Background: an optimization exercise with open tools, aiming at small area, a short achievable clock period and few clock cycles per item. Do not read the settings as production practice.
Only simulation tests tie the RTL to the original design; equivalence was not proved.

==> build 1 <==
// plate_backend
module plate_backend (
    input  wire        clk,
    input  wire        rst,           
    input  wire        in_valid,
    output wire        in_ready,
    input  wire [15:0] in_v,          
    input  wire [15:0] in_gain_f,     
    input  wire [15:0] in_gain_u,     
    input  wire [15:0] in_ofs_f,      
    input  wire [15:0] in_ofs_u,      
    input  wire [15:0] in_master,     
    input  wire [15:0] in_knee,       
    input  wire        in_split,      
    input  wire        in_dark,       
    input  wire [3:0]  in_depth,      
    input  wire [1:0]  in_dither,     
    input  wire [2:0]  in_px,         
    input  wire [2:0]  in_py,         
    input  wire [2:0]  in_t,          
    input  wire        in_lim_en,     
    input  wire [15:0] in_lim,        
    output wire        out_valid,
    input  wire        out_ready,
    output wire [13:0] out_code
);
export LEC_CHECK = 0
export CAP_MARGIN = 20
export CORE_MARGIN = 2
export CORE_UTILIZATION = 40
export CTS_BUF_LIST = sky130_fd_sc_hd__clkbuf_4 sky130_fd_sc_hd__clkbuf_8 sky130_fd_sc_hd__clkbuf_16
export CTS_CLUSTER_DIAMETER = 80
export CTS_CLUSTER_SIZE = 24
export PLACE_DENSITY = 0.6
export SETUP_SLACK_MARGIN = 5
export SLEW_MARGIN = 20
export TNS_END_PERCENT = 5
create_clock -name core_clock -period 11.0 [get_ports {clk}]
run.sh (not shown) runs the stock make flow with config.mk's settings and CLKGATE_MAP_FILE= SYNTH_SCRIPT=/design/flow/synth_recipe.tcl, a recipe that flattens the netlist after the stock synthesis.
==> inputs of build 85, as changes to build 1 <==
CORE_UTILIZATION = 60   (was 40)
CTS_BUF_LIST = default   (was sky130_fd_sc_hd__clkbuf_4 sky130_fd_sc_hd__clkbuf_8 sky130_fd_sc_hd__clkbuf_16)
CTS_CLUSTER_DIAMETER = default   (was 80)
CTS_CLUSTER_SIZE = default   (was 24)
PLACE_DENSITY = 0.72   (was 0.6)
TNS_END_PERCENT = default   (was 5)
==> results.txt <==
Build 85 produced a clean layout. Build 1 passed the timing, DRC and antenna checks. In build 85 the routed wire length is higher than in build 1, by about 3.5%. Via count: build 85 is larger than build 1 (5.0%). Against build 1, the cell count of build 85 is lower by 7.7%. Between build 1 and build 85, the lower register-to-register slack is in build 85 (gap 0.21 ns). Of build 1 and build 85, build 1 has the higher non-clock buffer count (gap 15). Of build 1 and build 85, build 85 has the higher first-iteration DRC count (gap about 14%, measured against build 85). In build 1 the design area is lower than in build 85, by 1.7%.
==> figures <==
item	build 85	build 1
Iteration-0 DRC Markers	6400	5494
Met2 track utilization from global routing	0.468	0.291
RR Endpoint	n1_s17[28]	yll_s4[23]
Repair and plain buffers	291	306
Vertical extent of the die	514 µm	629 µm
WHS Endpoint	a_L10_s12[4]	o_s3[1]
Tightest slew margin relative to the limit	0.246	0.277
Area of placed instances	161000 µm²	163000 µm²
Filler Cells Inserted	19300	36900
Critical path fanouts, max	52	16
Proportion of cell area occupied by multi-input gates	0.486	0.494
Number of antenna violations at the first check in global routing	12	19
Finished Cell Area	172000 µm²	169000 µm²
Utilization of the core after routing	0.664	0.435
GP Congestion	0.916	0.840
Antenna diode count	5	4
Clock latency of the later-clocked register in the worst-skew pair	0.93 ns	0.94 ns
Run status	complete, no violations	complete, no violations
Testbench counts of build 1, summed over its fixed seeds: cycles 3,352, items 3,200.
Testbench counts of build 85, summed over its fixed seeds: cycles 3,352, items 3,200.

========
==> inputs of try-delta <==
plate_backend again, from the RTL that the note above started with.
export LEC_CHECK = 0
export CAP_MARGIN = 20
export CORE_MARGIN = 2
export CORE_UTILIZATION = 40
export PLACE_DENSITY = 0.6
export SETUP_SLACK_MARGIN = 5
export SLEW_MARGIN = 20
create_clock -name core_clock -period 11.0 [get_ports {clk}]
==> inputs of try-cedar, as changes to try-delta <==
Settings changed: CTS_BUF_LIST set to sky130_fd_sc_hd__clkbuf_4 sky130_fd_sc_hd__clkbuf_8 sky130_fd_sc_hd__clkbuf_16, CTS_CLUSTER_DIAMETER set to 100, CTS_CLUSTER_SIZE set to 32.
==> inputs of try-raven, as changes to try-delta <==
Settings changed: CTS_BUF_LIST set to sky130_fd_sc_hd__clkbuf_4 sky130_fd_sc_hd__clkbuf_8 sky130_fd_sc_hd__clkbuf_16, CTS_CLUSTER_DIAMETER set to 80, CTS_CLUSTER_SIZE set to 24, SETUP_SLACK_MARGIN 5 to 4.
==> inputs of try-willow, as changes to try-delta <==
Settings changed: CTS_BUF_LIST set to sky130_fd_sc_hd__clkbuf_4 sky130_fd_sc_hd__clkbuf_8 sky130_fd_sc_hd__clkbuf_16, CTS_CLUSTER_DIAMETER set to 80, CTS_CLUSTER_SIZE set to 24.
==> comparison table <==
quantity	try-raven	try-willow	try-delta	try-cedar
Run status	finished clean	finished clean	finished clean	finished clean
DR pass1 iterations	6	8	8	5
Final design utilization	0.435	0.435	0.450	0.432
Worst-Skew Late Latency	0.94 ns	0.94 ns	0.95 ns	0.91 ns
Crit share post-route	0.543	0.510	0.509	0.509
Met2 Wirelength	159000 um	159000 um	160000 um	158000 um
Number of clock buffer instances in the layout	203	203	427	160
Number of diodes added for antenna fixing	2	3	2	1
Post-CTS Resized	0	1	2	1
Critical path destination	b_S4_s9[9]	yll_s4[23]	a_S12_s13[4]	m0h_s6[23]
Initial antenna violation count	19	19	22	18
Hold Crit Start	o_s2[1]	o_s2[1]	o_s2[1]	a_L2_s8[9]
Fmax	167 MHz	178 MHz	178 MHz	179 MHz
Number of H-tree levels	4	4	5	4
Vias	94.1k	94.2k	95.5k	93.8k
Cell occurring most often along the worst timing path	a21oi_1	-	-	fa_1
Total area of multi-input combinational cells	83600 um2	83600 um2	83600 um2	83600 um2
Least-Margin Pin Slew	1.08 ns	1.08 ns	1.09 ns	1.10 ns
Reg2Reg Capture Point	b_S4_s9[9]	yll_s4[23]	a_S12_s13[4]	m0h_s6[23]
Register-to-Register Setup Slack	5.03 ns	5.39 ns	5.40 ns	5.41 ns
Routed length on met1	158000 um	158000 um	158000 um	158000 um
Length of routed met3 wiring	13200 um	13300 um	16200 um	12700 um
Data buffer area share	0.0160	0.0161	0.0155	0.0163
Final Worst Setup Slack	5.03 ns	5.39 ns	5.40 ns	5.41 ns
Testbench counts of try-delta, summed over its fixed seeds: cycles 3,352, items 3,200.
Testbench counts of try-cedar, summed over its fixed seeds: cycles 3,352, items 3,200.
Testbench counts of try-raven, summed over its fixed seeds: cycles 3,352, items 3,200.
Testbench counts of try-willow, summed over its fixed seeds: cycles 3,352, items 3,200.

==> static timing again, ports no longer ideal <==
In the flow no input, the clock included, has a driving cell. The finished layouts below were timed again as built, in two steps.
Step 1, drivers: a clkbuf_16 drives clk and a buf_2 each remaining input, both assumed.
Step 2 also shifts input and output timing later by t, the mid clock arrival at the registers, as if the neighbouring blocks saw the same clock.
Slacks: ideal ports / drivers / drivers and shift; pairs: ideal ports / drivers.
run	t (ns)	setup slack, ns	slew at the worst register clock pin (ns)
build 1	0.994	5.348 / 5.348 / 5.348	0.10 / 0.10
build 85	0.978	5.134 / 5.134 / 5.134	0.07 / 0.07
try-delta	1.003	5.397 / 5.397 / 5.397	0.07 / 0.07
try-cedar	0.983	5.406 / 5.406 / 5.406	0.12 / 0.12
try-raven	0.993	5.026 / 5.026 / 5.026	0.10 / 0.10
try-willow	0.996	5.387 / 5.387 / 5.387	0.10 / 0.10
After both steps setup and hold are still met in every run listed.
